What follows belongs to an exercise in optimizing a design on an open flow for small area, a short achievable clock period and few clock cycles per item; a production flow would make more cautious choices. No run shown here included a check of the RTL's function; only the layout flow was run. Power figures rest on the tool's default switching activity, not on a simulated workload.

==> design/flow/design.v <==
module fpcvt (
    input  wire        clk,
    input  wire        rst,
    input  wire        in_valid,
    output wire        in_ready,
    input  wire [31:0] x,
    input  wire [3:0]  fmt,
    input  wire        ovf_ieee,
    input  wire        tern,
    output reg         out_valid,
    output reg  [31:0] y,
    output reg         flag_ovf,
    output reg         flag_nan
);
    assign in_ready = 1'b1;
    reg        v1;
    reg [31:0] x1;
    reg [3:0]  fmt1;
    reg        opt1;
    always @(posedge clk) begin
        if (rst) v1 <= 1'b0;
        else     v1 <= in_valid;
        x1   <= x;
        fmt1 <= fmt;
        opt1 <= fmt[3] ? tern : ovf_ieee;
    end
    wire        s    = x1[31];
    wire [7:0]  ex   = x1[30:23];
    wire [22:0] mx   = x1[22:0];
    wire        exz  = ~|ex;
    wire        exo  = &ex;
    wire        mxz  = ~|mx;
    wire f_fp32 = fmt1 == 4'h0;
    wire f_bf16 = fmt1 == 4'h1;
    wire f_fp16 = fmt1 == 4'h2;
    wire f_e4m3 = fmt1 == 4'h3;
    wire f_e5m2 = fmt1 == 4'h4;
    wire f_e3m2 = fmt1 == 4'h5;
    wire f_e2m3 = fmt1 == 4'h6;
    wire f_e2m1 = fmt1 == 4'h7;
    wire f_i32  = fmt1 == 4'h8;
    wire f_i16  = fmt1 == 4'h9;
    wire f_i8   = fmt1 == 4'hA;
    wire f_u8   = fmt1 == 4'hB;
    wire f_i4   = fmt1 == 4'hC;
    wire f_i2   = fmt1 == 4'hD;
    wire f_bin  = fmt1 == 4'hE;
    wire isint1 = fmt1[3];
    wire [5:0] c1 = f_fp16 ? 6'd6 : f_e4m3 ? 6'd21 : f_e5m2 ? 6'd14 : f_e3m2 ? 6'd26 :
                    f_e2m3 ? 6'd27 : f_e2m1 ? 6'd29 : 6'd30;
    wire [5:0] c2 = f_fp32 ? 6'd8   : f_bf16 ? 6'd24  : f_fp16 ? 6'd21  : (f_e4m3 | f_e2m3) ? 6'd28 :
                    (f_e5m2 | f_e3m2) ? 6'd29 : 6'd30;
    wire       fnorm = f_fp32 | f_bf16 |
                       ((f_fp16 | f_e5m2) & (ex >= 8'd113)) | (f_e4m3 & (ex >= 8'd121)) |
                       (f_e3m2 & (ex >= 8'd125)) | ((f_e2m3 | f_e2m1) & (ex >= 8'd127));
    wire       tsat  = (f_fp16 & (ex <= 8'd70)) | (f_e4m3 & (ex <= 8'd85)) | (f_e5m2 & (ex <= 8'd78)) |
                       (f_e3m2 & (ex <= 8'd90)) | (f_e2m3 & (ex <= 8'd91)) | (f_e2m1 & (ex <= 8'd93)) |
                       (isint1 & (ex <= 8'd94));
    wire [5:0] diff  = c1 - ex[5:0];
    wire [5:0] t     = fnorm ? c2 : (diff | {6{tsat}});
    wire [7:0] ehi =
          ({8{f_fp32 | f_bf16}} & ex)
        | ({8{fnorm & (f_fp16 | f_e5m2)}} & {3'd0, ~ex[4], ex[3:0]})
        | ({8{fnorm & f_e4m3}} & {4'd0, ~ex[3], ex[2:0]})
        | ({8{fnorm & f_e3m2}} & {5'd0, ~ex[2], ex[1:0]})
        | ({8{fnorm & (f_e2m3 | f_e2m1)}} & {6'd0, ~ex[1], ex[0]})
        | {7'd0, ~fnorm};
    wire [38:0] w     = {ehi, mx, 8'd0};
    wire [39:0] shv   = {w, 1'b0} >> t;
    reg  [22:0] smask;
    integer k;
    always @(*)
        for (k = 0; k < 23; k = k + 1)
            smask[k] = (t > k + 9);
    wire neg1 = isint1 & s;
    wire ipos_a = (f_i32 & (ex >= 8'd158)) | (f_i16 & (ex >= 8'd142)) | (f_i8 & (ex >= 8'd134)) |
                  (f_u8 & (ex >= 8'd135)) | (f_i4 & (ex >= 8'd130)) | (f_i2 & (ex >= 8'd128));
    wire ineg_a = (f_i32 & (ex >= 8'd159)) | (f_i16 & (ex >= 8'd143)) | (f_i8 & (ex >= 8'd135)) |
                  (f_u8 & (ex >= 8'd127)) | (f_i4 & (ex >= 8'd131)) |
                  (f_i2 & (opt1 ? (ex >= 8'd128) : (ex >= 8'd129)));
    wire ineg_c = (f_i32 & (ex == 8'd158)) | (f_i16 & (ex == 8'd142)) | (f_i8 & (ex == 8'd134)) |
                  f_u8 | (f_i4 & (ex == 8'd130)) |
                  (f_i2 & (opt1 ? (ex == 8'd127) : (ex == 8'd128)));
    wire fbig   = ((f_fp16 | f_e5m2) & (ex > 8'd142)) | (f_e4m3 & (ex > 8'd135)) |
                  (f_e3m2 & (ex > 8'd131)) | ((f_e2m3 | f_e2m1) & (ex > 8'd129));
    wire f_oa   = (fbig & ~exo) | (f_e4m3 & (ex == 8'd135) & (&mx[22:20]));
    wire f_oc   = (f_bf16 & (ex == 8'd254) & (&mx[22:16])) |
                  (f_fp16 & (ex == 8'd142) & (&mx[22:13])) |
                  (f_e5m2 & (ex == 8'd142) & (&mx[22:21])) |
                  (f_e4m3 & (ex == 8'd135) & (mx[22:20] == 3'b110)) |
                  (f_e3m2 & (ex == 8'd131) & (&mx[22:21])) |
                  (f_e2m3 & (ex == 8'd129) & (&mx[22:20])) |
                  (f_e2m1 & (ex == 8'd129) & mx[22]);
    wire bpos   = ~s & ~(exo & ~mxz) & ~(exz & mxz);
    wire oa1    = f_bin ? bpos : isint1 ? (s ? ineg_a : ipos_a) : f_oa;
    wire oc1    = isint1 ? (s ? ineg_c : 1'b1) : f_oc;
    reg        v2;
    reg [31:0] ain;
    reg        guard, stk;
    reg        s2, nan2, inf2, oa2, oc2, opt2;
    reg [3:0]  fmt2;
    always @(posedge clk) begin
        if (rst) v2 <= 1'b0;
        else     v2 <= v1;
        ain   <= shv[32:1] ^ {32{neg1}};
        guard <= shv[0];
        stk   <= |(mx & smask);
        s2    <= s;
        nan2  <= exo & ~mxz;
        inf2  <= exo & mxz;
        oa2   <= oa1;
        oc2   <= oc1;
        opt2  <= opt1;
        fmt2  <= fmt1;
    end
    wire g_fp32 = fmt2 == 4'h0;
    wire g_bf16 = fmt2 == 4'h1;
    wire g_fp16 = fmt2 == 4'h2;
    wire g_e4m3 = fmt2 == 4'h3;
    wire g_e5m2 = fmt2 == 4'h4;
    wire g_e3m2 = fmt2 == 4'h5;
    wire g_e2m3 = fmt2 == 4'h6;
    wire g_e2m1 = fmt2 == 4'h7;
    wire g_i32  = fmt2 == 4'h8;
    wire g_i16  = fmt2 == 4'h9;
    wire g_i8   = fmt2 == 4'hA;
    wire g_u8   = fmt2 == 4'hB;
    wire g_i4   = fmt2 == 4'hC;
    wire g_i2   = fmt2 == 4'hD;
    wire g_bin  = fmt2 == 4'hE;
    wire isint  = fmt2[3];
    wire neg    = isint & s2;
    wire        up    = guard & (stk | (ain[0] ^ neg));
    wire        cin   = up ^ neg;
    wire [7:0]  grp;
    wire [32:0] pre;
    genvar gi;
    generate for (gi = 0; gi < 8; gi = gi + 1) begin : g_grp
        assign grp[gi] = &ain[4*gi+3:4*gi];
    end endgenerate
    wire [8:0]  gpre;
    assign gpre[0] = 1'b1;
    generate for (gi = 1; gi < 9; gi = gi + 1) begin : g_gpre
        assign gpre[gi] = gpre[gi-1] & grp[gi-1];
    end endgenerate
    generate for (gi = 0; gi < 8; gi = gi + 1) begin : g_pre
        assign pre[4*gi]   = gpre[gi];
        assign pre[4*gi+1] = gpre[gi] & ain[4*gi];
        assign pre[4*gi+2] = gpre[gi] & (&ain[4*gi+1:4*gi]);
        assign pre[4*gi+3] = gpre[gi] & (&ain[4*gi+2:4*gi]);
    end endgenerate
    assign pre[32] = gpre[8];
    wire [31:0] r     = ain ^ ({32{cin}} & pre[31:0]);
    wire lb = (g_i32 & pre[31]) | (g_i16 & pre[15]) | (g_i8 & pre[7]) |
              (g_u8 & (s2 | pre[8])) | (g_i4 & pre[3]) |
              (g_i2 & ((s2 & opt2) | ain[0])) | ~isint;
    wire ovf  = oa2 | (neg ? (oc2 & (~lb | up)) : (oc2 & up & lb));
    wire [31:0] wmask = g_fp32 | g_i32 ? 32'hFFFFFFFF :
                        (g_bf16 | g_fp16 | g_i16) ? 32'h0000FFFF :
                        (g_e4m3 | g_e5m2 | g_i8 | g_u8) ? 32'h000000FF :
                        (g_e3m2 | g_e2m3) ? 32'h0000003F :
                        (g_e2m1 | g_i4) ? 32'h0000000F :
                        g_i2 ? 32'h00000003 : 32'h00000001;
    wire [31:0] wtop  = wmask ^ {1'b0, wmask[31:1]};    
    wire fhasinf = g_fp32 | g_bf16 | g_fp16 | g_e5m2;
    wire fhasnan = fhasinf | g_e4m3;
    wire selr = ~nan2 & ~inf2 & ~ovf & ~g_bin;
    wire [31:0] fnan = g_fp32 ? 32'h7FC00000 : g_bf16 ? 32'h7FC0 : g_fp16 ? 32'h7E00 :
                       g_e5m2 ? 32'h7E : g_e4m3 ? 32'h7F : 32'd0;
    wire [31:0] finf = g_fp32 ? 32'h7F800000 : (g_bf16 ? 32'h7F80 : 32'd0) | (g_fp16 ? 32'h7C00 : 32'd0) |
                       (g_e5m2 ? 32'h7C : 32'd0);
    wire [31:0] fmax = g_fp32 ? 32'h7F7FFFFF : g_bf16 ? 32'h7F7F : g_fp16 ? 32'h7BFF :
                       g_e5m2 ? 32'h7B : g_e4m3 ? 32'h7E : (g_e3m2 | g_e2m3) ? 32'h1F : 32'h7;
    wire useinf = fhasinf & (inf2 | opt2);
    wire [31:0] fcon = nan2 ? fnan : ((useinf ? finf : fmax) | (wtop & {32{s2}}));
    wire [31:0] icon = nan2 ? 32'd0 :
                       s2 ? (g_u8 ? 32'd0 : (g_i2 & opt2) ? 32'h3 : wtop) :
                            (g_u8 ? 32'hFF : {1'b0, wmask[31:1]});
    wire [31:0] ccon = g_bin ? {31'd0, oa2} : isint ? icon : fcon;
    wire [31:0] res   = selr ? ((r & wmask) | (wtop & {32{s2 & ~isint}})) : ccon;
    wire        r_nan = nan2 & ~(fhasnan & ~isint);
    wire        r_ovf = ~nan2 & ~g_bin & ((inf2 & ~isint) ? ~fhasinf : ovf);
    always @(posedge clk) begin
        if (rst) out_valid <= 1'b0;
        else     out_valid <= v2;
        y        <= res;
        flag_ovf <= r_ovf;
        flag_nan <= r_nan;
    end
endmodule
==> design/flow/flow/run.sh <==
#!/bin/bash
set -euo pipefail
export BUFFER_PORTS_ARGS="-buffer_cell sky130_fd_sc_hd__buf_2"
export SETUP_SLACK_MARGIN=12.6
export CTS_ARGS="-sink_clustering_enable -repair_clock_nets -buf_list sky130_fd_sc_hd__clkbuf_8 -dont_use_dummy_load"
bash standard.sh > standard.log 2>&1
==> design/flow/standard.sh <==
#!/bin/bash
# synth_recipe.tcl (not shown) runs the flow's synth.tcl, then flattens the netlist and writes it again
# the make line also repeats each setting of config.mk as NAME=value (left out here)
make -C /OpenROAD-flow-scripts/flow DESIGN_CONFIG=/design/flow/config.mk WORK_HOME=/design/flow/orfs CLKGATE_MAP_FILE= SYNTH_SCRIPT=/design/flow/synth_recipe.tcl "${@:-finish}"
==> design/flow/config.mk <==
export PLATFORM = sky130hd
export DESIGN_NAME = fpcvt
export DESIGN_NICKNAME = fpcvt
export VERILOG_FILES = /design/flow/design.v
export SDC_FILE = /design/flow/constraint.sdc
export NUM_CORES = 4
export LEC_CHECK = 0
export CAP_MARGIN = 20
export CORE_MARGIN = 2
export CORE_UTILIZATION = 40
export CTS_BUF_LIST = sky130_fd_sc_hd__clkbuf_8
export SLEW_MARGIN = 20
==> design/flow/constraint.sdc <==
create_clock -name core_clock -period 17.0 [get_ports {clk}]
set_input_delay 3.4000 -clock core_clock [delete_from_list [all_inputs] [get_ports {clk}]]
set_output_delay 3.4000 -clock core_clock [all_outputs]
set_load 0.01 [all_outputs]
==> out/qor.csv, run 1 <==
metric;value;unit
p_sw;0.000340;W
r2r_end;ain[7]$_DFF_P_;
p_comb_frac;0.363;
critPathBufInv;1;
dr_total_vias;7956;
clk_latency;0.46;ns
start_kind;register;
syn_area;0.00790;mm^2
synthTopCellsByArea;dfxtp_1, mux2i_1, nand2_1;
critical_path_class;reg2out;
grtUsageTotal;0.245;
setup.worst_path.end;y[0];
synth-edff-count;0;
drtPass1Iterations;7;
yosys_warnings;1;
final_hold_viol_count;0;
power.internal;0.000517;W
overflow;0;
synth-seq-cells;118;
ant_nets;0;
grt_max_degree;38;
yosysUniqueCellTypes;96;
drt_iter0_drc;949;
drc_errors;0;
die_w;145;um
core;0.0194;mm^2
fill_cells;2058;
cts.sinks;118;
powerDensity;99.1;mW/mm^2
slew_viol_final;0;
viasPerCell;6.08;
ys_seq_area_frac;0.299;
synth_top_area_frac;0.299;
dp.cells;1290;
required;13.60;ns
skew;0.0227;ns
grt_pass1_vias;7108;
ir_worst_vdd;0.0620;mV
synthCells;1001;
worst_slew_pin_slew;0.808;ns
place_congestion;0.965;
r2r_setup_slack;12.81;ns
rsz0062_at_grt;true;
synthArstFlopShare;0;
initial_core_util;0.407;
finalCriticalPeriod;4.30;ns
synth_common_cells;dfxtp_1, nand2_1, nor2_1, a21oi_1, o21ai_0;
p_leak;3.31;nW
die_h;145;um
h-tree-depth;4;
reg2reg_from;fmt1[2]$_DFF_P_;
wire_per_inst;19.4;um
post_cts_buffers;0;
synth_largest_area_cell;dfxtp_1;
crit_start;y[0]$_DFF_P_;
cts_buffers;17;
switching_share;0.397;
timing.final.crit_share;0.253;
antenna_found_initial;0;
num_antenna_cells;0;
final_cells;1308;
power.share.sequential;0.411;
die_area;0.0209;mm^2
status;complete, no violations;
min_path_cells;0;
critPathCaptureType;primary output;
dp_hpwl;17.9;mm
crit_slowest_cell;dfxtp_1;
io_pins;77;
grt_pass1_wl;39.7;mm
reg2reg_depth;13;
ys.flop_type;dfxtp_1;
portBuffers;75;
layout.nets;1093;
crit_arrival;0.90;ns
max_stage_delay;0.32;ns
slew_headroom;0.460;
drive_gt1_frac;0.149;
path_depth;1;
drt-total-wl;25.4;mm
postCtsHoldBufs;0;
min_path_type;reg2reg;
setup_viol;0;
path_delay_family;flip-flops;
worstPathMaxFanout;1;
synth_area_per_cell;7.89;um^2
syn_nets;1049;
cap_violations;0;
clk_pin_slew;0.07;ns
fmax;0.233;GHz
synthToLayoutAreaGrowth;9.60;%
p_clk_frac;0.227;
rows;51;
cts_tree;yes;
yosysMostFrequentCell;dfxtp_1;
root_buffer;clkbuf_8;
crit_chain;buf_2;
setup-tns-final;0;ns
cts_buffer_depth;2;
==> kinds of logic after synthesis <==
group           synth area share
simple gates               0.232
fa+ha+maj                 0.0133
xor+xnor                  0.0710
other cells             0.000475
mux                       0.0768
flops                      0.299
compound gates             0.255
buf+inv                   0.0518
==> layout make-up <==
cell class                      count  area, um^2  share of cell area
Inverter                           17        63.8             0.00737
Timing Repair Buffer               89         480              0.0555
Tap cell                          265         332              0.0383
Clock buffer                       17         234              0.0270
Sequential cell                   118        2370               0.274
Multi-Input combinational cell    802        5180               0.598
==> how the worst min path moves through the flow <==
stage                    startpoint         endpoint  slack, ns
finish                 opt1$_DFF_P_     opt2$_DFF_P_       0.37
global placement       opt1$_DFF_P_     opt2$_DFF_P_       0.38
global route           opt1$_DFF_P_     opt2$_DFF_P_       0.37
detailed placement     opt1$_DFF_P_     opt2$_DFF_P_       0.38
floorplan           fmt1[2]$_DFF_P_  fmt2[2]$_DFF_P_       0.35
CTS                    opt1$_DFF_P_     opt2$_DFF_P_       0.37
==> layer usage <==
layer	wire length, um	part of all wire	track usage	up-vias
li1	-	-	-	3749
met1	11000	0.43	0.333	3649
met2	11400	0.45	0.382	488
met3	2250	0.089	0.0464	70
met4	792	0.031	0.0986	0
met5	0	0	0	-
==> through the flow <==
stage | worst slack [ns] | utilization | cell area, um^2 | power (W) | hold WS, ns
detailed placement | 12.22 | 0.432 | 8380 | 0.000657 | 0.380
global route | 12.60 | 0.446 | 8650 | 0.000903 | 0.372
global placement | 12.32 | 0.432 | 8380 | 0.000657 | 0.381
CTS | 12.67 | 0.445 | 8630 | 0.000853 | 0.368
finish | 12.70 | 0.446 | 8650 | 0.000857 | 0.369
floorplan | 13.18 | - | 7900 | 0.000573 | 0.351
==> registers in the layout (all words and copies together) (netlist names) <==
name	cells
inf2	1
x1	32
oa2	1
nan2	1
opt2	1
oc2	1
guard	1
flag_nan	1
ain	32
stk	1
v1	1
opt1	1
fmt2	4
y	32
flag_ovf	1
s2	1
fmt1	4
out_valid	1
v2	1
==> what timing repair did <==
action                                  CTS  global route
pin swaps                                 1             0
cloned                                    1             0
endpoints found under the setup margin   32            19
gates resized for setup                   2             7
==> cell usage in the layout, fill, tap and decap left out, drive strengths merged, types with 4 or more instances in the layout <==
cell type and instances:
ha 6, a22oi 14, dfxtp 118, o211ai 9, a211o 4, nor4 11, or4 4, nand3b 4
o31ai 9, nand4 17, nor2 94, inv 14, a221oi 4, or3 6, mux2i 55, o2111ai 4
a211oi 6, mux2 4, nor2b 11, xnor2 24, and3 6, o21ai 84, o21bai 4, xor2 40
buf 89, a32oi 4, o32ai 5, a21o 8, a21oi 73, nand2b 11, nand3 37, o22ai 15
nand2 109, clkbuf 17, a31oi 23, nor3 35, and2 4, o21a 4
==> power by group through the flow <==
stage	clock network (W)	logic (W)	registers, W
final	0.000194	0.000311	0.000352
after global routing	0.000211	0.000335	0.000357
after CTS	0.000199	0.000302	0.000351
after detailed placement	0	0.000299	0.000358
after global placement	0	0.000300	0.000357
after floorplan	0	0.000226	0.000346
==> inputs of run 2 (changes only) <==
--- a/design/flow/design.v
+++ b/design/flow/design.v
@@ -73,27 +73,22 @@
         for (k = 0; k < 23; k = k + 1)
             smask[k] = (t > k + 9);
     wire neg1 = isint1 & s;
-    wire ipos_a = (f_i32 & (ex >= 8'd158)) | (f_i16 & (ex >= 8'd142)) | (f_i8 & (ex >= 8'd134)) |
-                  (f_u8 & (ex >= 8'd135)) | (f_i4 & (ex >= 8'd130)) | (f_i2 & (ex >= 8'd128));
-    wire ineg_a = (f_i32 & (ex >= 8'd159)) | (f_i16 & (ex >= 8'd143)) | (f_i8 & (ex >= 8'd135)) |
-                  (f_u8 & (ex >= 8'd127)) | (f_i4 & (ex >= 8'd131)) |
-                  (f_i2 & (opt1 ? (ex >= 8'd128) : (ex >= 8'd129)));
-    wire ineg_c = (f_i32 & (ex == 8'd158)) | (f_i16 & (ex == 8'd142)) | (f_i8 & (ex == 8'd134)) |
-                  f_u8 | (f_i4 & (ex == 8'd130)) |
-                  (f_i2 & (opt1 ? (ex == 8'd127) : (ex == 8'd128)));
-    wire fbig   = ((f_fp16 | f_e5m2) & (ex > 8'd142)) | (f_e4m3 & (ex > 8'd135)) |
-                  (f_e3m2 & (ex > 8'd131)) | ((f_e2m3 | f_e2m1) & (ex > 8'd129));
-    wire f_oa   = (fbig & ~exo) | (f_e4m3 & (ex == 8'd135) & (&mx[22:20]));
-    wire f_oc   = (f_bf16 & (ex == 8'd254) & (&mx[22:16])) |
-                  (f_fp16 & (ex == 8'd142) & (&mx[22:13])) |
-                  (f_e5m2 & (ex == 8'd142) & (&mx[22:21])) |
-                  (f_e4m3 & (ex == 8'd135) & (mx[22:20] == 3'b110)) |
-                  (f_e3m2 & (ex == 8'd131) & (&mx[22:21])) |
-                  (f_e2m3 & (ex == 8'd129) & (&mx[22:20])) |
-                  (f_e2m1 & (ex == 8'd129) & mx[22]);
-    wire bpos   = ~s & ~(exo & ~mxz) & ~(exz & mxz);
-    wire oa1    = f_bin ? bpos : isint1 ? (s ? ineg_a : ipos_a) : f_oa;
-    wire oc1    = isint1 ? (s ? ineg_c : 1'b1) : f_oc;
+    wire [7:0] kb = f_fp32 ? 8'd255 : f_bf16 ? 8'd254 : (f_fp16 | f_e5m2) ? 8'd142 :
+                    f_e4m3 ? 8'd135 : f_e3m2 ? 8'd131 : (f_e2m3 | f_e2m1) ? 8'd129 :
+                    f_i32 ? 8'd158 : f_i16 ? 8'd142 : f_i8 ? 8'd134 :
+                    f_u8 ? (s ? 8'd126 : 8'd135) : f_i4 ? 8'd130 :
+                    ((s & opt1) ? 8'd127 : 8'd128);
+    wire kge  = ex >= kb;
+    wire keq  = ex == kb;
+    wire kgt  = kge & ~keq;
+    wire mpat = (f_bf16 & (&mx[22:16])) | (f_fp16 & (&mx[22:13])) |
+                ((f_e5m2 | f_e3m2) & (&mx[22:21])) | (f_e4m3 & (mx[22:20] == 3'b110)) |
+                (f_e2m3 & (&mx[22:20])) | (f_e2m1 & mx[22]);
+    wire bpos = ~s & ~(exo & ~mxz) & ~(exz & mxz);
+    wire oa1  = f_bin ? bpos :
+                isint1 ? (s ? kgt : kge) :
+                ((kgt & ~exo) | (f_e4m3 & keq & (&mx[22:20])));
+    wire oc1  = isint1 ? (~s | keq) : (keq & mpat);
     reg        v2;
     reg [31:0] ain;
     reg        guard, stk;
@@ -132,27 +127,9 @@
     wire neg    = isint & s2;
     wire        up    = guard & (stk | (ain[0] ^ neg));
     wire        cin   = up ^ neg;
-    wire [7:0]  grp;
-    wire [32:0] pre;
-    genvar gi;
-    generate for (gi = 0; gi < 8; gi = gi + 1) begin : g_grp
-        assign grp[gi] = &ain[4*gi+3:4*gi];
-    end endgenerate
-    wire [8:0]  gpre;
-    assign gpre[0] = 1'b1;
-    generate for (gi = 1; gi < 9; gi = gi + 1) begin : g_gpre
-        assign gpre[gi] = gpre[gi-1] & grp[gi-1];
-    end endgenerate
-    generate for (gi = 0; gi < 8; gi = gi + 1) begin : g_pre
-        assign pre[4*gi]   = gpre[gi];
-        assign pre[4*gi+1] = gpre[gi] & ain[4*gi];
-        assign pre[4*gi+2] = gpre[gi] & (&ain[4*gi+1:4*gi]);
-        assign pre[4*gi+3] = gpre[gi] & (&ain[4*gi+2:4*gi]);
-    end endgenerate
-    assign pre[32] = gpre[8];
-    wire [31:0] r     = ain ^ ({32{cin}} & pre[31:0]);
-    wire lb = (g_i32 & pre[31]) | (g_i16 & pre[15]) | (g_i8 & pre[7]) |
-              (g_u8 & (s2 | pre[8])) | (g_i4 & pre[3]) |
+    wire [31:0] r     = ain + {31'd0, cin};
+    wire lb = (g_i32 & (&ain[30:0])) | (g_i16 & (&ain[14:0])) | (g_i8 & (&ain[6:0])) |
+              (g_u8 & (s2 | (&ain[7:0]))) | (g_i4 & (&ain[2:0])) |
               (g_i2 & ((s2 & opt2) | ain[0])) | ~isint;
     wire ovf  = oa2 | (neg ? (oc2 & (~lb | up)) : (oc2 & up & lb));
     wire [31:0] wmask = g_fp32 | g_i32 ? 32'hFFFFFFFF :
==> design/flow/flow/run.sh (replaced) <==
#!/bin/bash
set -euo pipefail
export BUFFER_PORTS_ARGS="-buffer_cell sky130_fd_sc_hd__buf_2"
export SETUP_SLACK_MARGIN=12.6
bash standard.sh > standard.log 2>&1
==> run 2 against run 1 <==
Compared with the run above:
- count of clock-buffer cells in the layout stayed put
- area after synthesis grew 5.1%
- design area increased by 7.4%
==> out/qor.csv, run 2 <==
metric;value;unit;change
final_area;0.00930;mm^2;+7.4%
status;complete, no violations;;
powerDensity;107;mW/mm^2;+7.6%
drc_errors;0;;unchanged
synthToLayoutAreaGrowth;12.1;%;
setup-tns-final;0;ns;unchanged
cts_buffer_depth;2;;unchanged
crit_chain;buf_2;;
dp.cells;1332;;+3.3%
portBuffers;75;;unchanged
yosysUniqueCellTypes;85;;-11%
overflow;0;;unchanged
core;0.0203;mm^2;+4.6%
place_area;0.00873;mm^2;+4.1%
synthArstFlopShare;0;;unchanged
drive_gt1_frac;0.156;;+0.00713
holdWs;0.442;ns;+0.0736 ns
start_kind;register;;
cts_tree;yes;;
die_w;148;um;+2.4%
slew_viol_final;0;;unchanged
synthTopCellsByArea;dfxtp_1, xnor2_1, nor2_1;;
cts_buffers;17;;unchanged
cts.sinks;118;;unchanged
crit_slowest_cell;dfxtp_1;;
grt_pass1_wl;44.7;mm;+12%
worst_slew_pin_slew;1.07;ns;+0.259 ns
drtPass1Iterations;6;;-1
reg_top3;ain (32), x1 (32), y (32);;
clk_latency;0.47;ns;about the same
syn_nets;1109;;+5.7%
path_delay_family;flip-flops;;
die_h;148;um;+2.4%
finalCriticalPeriod;4.30;ns;-0.00250 ns
required;13.60;ns;about the same
final_hold_viol_count;0;;unchanged
drt-total-wl;28.9;mm;+14%
grt_pass1_vias;7805;;+9.8%
io_pins;77;;unchanged
yosys_warnings;1;;unchanged
dp_hpwl;21.2;mm;+18%
synth-edff-count;0;;unchanged
p_leak;3.48;nW;+5.3%
critical_path_class;reg2out;;
critPathBufInv;1;;unchanged
final_cells;1369;;+4.7%
syn_area;0.00830;mm^2;+5.1%
final_common_cell;dfxtp_1;;
ant_nets;0;;unchanged
ys.flop_type;dfxtp_1;;
synth_common_cells;dfxtp_1, nor2_1, nand2_1, a21oi_1, o21ai_0;;
synthCells;1052;;+5.1%
root_buffer;clkbuf_8;;
synth_area_per_cell;7.89;um^2;about the same
place_congestion;1.02;;+5.5%
grtUsageTotal;0.261;;+0.0160
fill_cells;2106;;+2.3%
h-tree-depth;4;;unchanged
critPathCaptureType;primary output;;
setup_viol;0;;unchanged
initial_core_util;0.409;;+0.00160
ys_seq_area_frac;0.285;;-0.0144
ir_worst_vdd;0.0491;mV;-21%
max_stage_delay;0.32;ns;about the same
clk_pin_slew;0.08;ns;about the same
viasPerCell;6.24;;+2.6%
wire_per_inst;21.1;um;+8.7%
yosysMostFrequentCell;dfxtp_1;;
timing.final.crit_share;0.253;;about the same
synth_largest_area_cell;dfxtp_1;;
min_path_type;reg2reg;;
synth-seq-cells;118;;unchanged
final_cell_mix;dfxtp_1, nand2_1, nor2_1;;
rows;52;;+2.0%
skew;0.0248;ns;+0.00209 ns
drt_iter0_drc;949;;unchanged
antenna_found_initial;1;;+1
slew_headroom;0.280;;-0.180
worstPathMaxFanout;1;;unchanged
cap_violations;0;;unchanged
layout.nets;1142;;+4.5%
fmax;0.233;GHz;about the same
die_area;0.0219;mm^2;+4.9%
rsz0062_at_grt;false;;
dr_total_vias;8547;;+7.4%
crit_arrival;0.90;ns;about the same
grt_max_degree;39;;+2.6%
synth_top_area_frac;0.285;;-0.0144
-- run 2: cell count changes after synthesis, sizes merged, moves of 12 or more --
cell    change
o21ai      -20
xor2       -20
xnor2      +26
o311ai     +12
nand2      -15
inv        +13
mux2i      -22
-- run 2: cells by family after synthesis --
kind of cell | count (synthesis) | synth area share
other | 1 | 0.000452
and+or+nand+nor | 350 | 0.205
xor gates and xnor gates | 70 | 0.0739
buffers and inverters | 105 | 0.0593
muxes | 37 | 0.0452
adders and majority gates | 17 | 0.0262
AOI/OAI and AO/OA | 354 | 0.305
DFF | 118 | 0.285
-- run 2: report_power, final --
group / total [W] / internal [W] / switching, W / leakage, nW
sequential: 0.000356 / 0.000315 / 0.0000414 / 0.986
combinational: 0.000348 / 0.000131 / 0.000216 / 2.28
clock: 0.000287 / 0.000149 / 0.000138 / 0.219
total: 0.000991 / 0.000595 / 0.000396 / 3.48
-- run 2: path summary, 6_finish.rpt --
path	from	endpoint	slack, ns	cells past startpoint
worst min register to register	x1[31]$_DFF_P_	s2$_DFF_P_	0.44	0
worst min-delay path	x1[31]$_DFF_P_	s2$_DFF_P_	0.44	0
worst max register to register	x1[23]$_DFF_P_	ain[4]$_DFF_P_	12.73	11
worst max-delay path	y[30]$_DFF_P_	y[30]	12.70	1
-- run 2: layout make-up --
type                    count  area, um^2  share of cell area
flip-flops and latches    118        2380               0.256
inverters                  28         109              0.0117
diodes                      1        2.50            0.000269
clock inverters            15         193              0.0207
well taps                 270         338              0.0363
multi-input cells         829        5540               0.596
clock buffers              17         234              0.0252
repair buffers             91         499              0.0537
-- run 2: worst register-to-register path, cell delays in order (launching register included) --
cell and delay, ns:
dfxtp_1 0.44, and3_1 0.24, o2111a_1 0.24, o31a_2 0.48, o21ai_1 0.74, o31ai_4 0.24
buf_4 0.31, a21boi_0 0.40, o22ai_1 0.16, o32ai_1 0.53, a2111oi_2 0.17, xnor2_1 0.17
-- run 2: repair_timing --
item,CTS,global route
resized for setup,16,12
hold buffers,0,0
buffers inserted,0,4
pin swaps,0,1
endpoints found under the setup margin,24,22
-- run 2: routing by layer --
metal / track usage / vias to the layer above / wire, um
met5: 0 / - / 0
met4: 0.133 / 0 / 1440
met3: 0.0639 / 103 / 2370
met2: 0.400 / 479 / 12800
met1: 0.341 / 3917 / 12300
li1: - / 4048 / -
-- run 2: per-stage QoR --
stage | utilization | worst slack [ns] | power (W)
2_1_floorplan | - | 12.97 | 0.000592
6_report | 0.458 | 12.70 | 0.000991
3_5_place_dp | 0.430 | 11.94 | 0.000692
3_3_place_gp | 0.430 | 12.07 | 0.000695
5_1_grt | 0.458 | 12.61 | 0.00104
4_1_cts | 0.454 | 12.62 | 0.000983

## what the ideal ports hide
The flow's constraints put no driver on any port. The routed layouts listed below were extracted and timed again, unchanged, in two steps. Step 1: set_driving_cell puts a clkbuf_16 on clk and a buf_2 on each other input, an assumption about the parent block. Step 2, shift: input delay + t, output delay - t, t = (earliest + latest rising clock arrival at the registers) / 2. This alone moves slack from input paths to output paths. Three values: ideal, step 1, step 2; two values: the first two.
run	t (ns)	slack for setup (ns)	worst setup path after step 2	latest minus earliest clock arrival (ns)	cell pins on the clock port's net
run 1	0.485	12.699 / 12.660 / 12.808	register to register	0.022 / 0.023	1
run 2	0.495	12.702 / 12.661 / 12.726	register to register	0.025 / 0.024	1
After both steps every run listed still meets setup and hold.
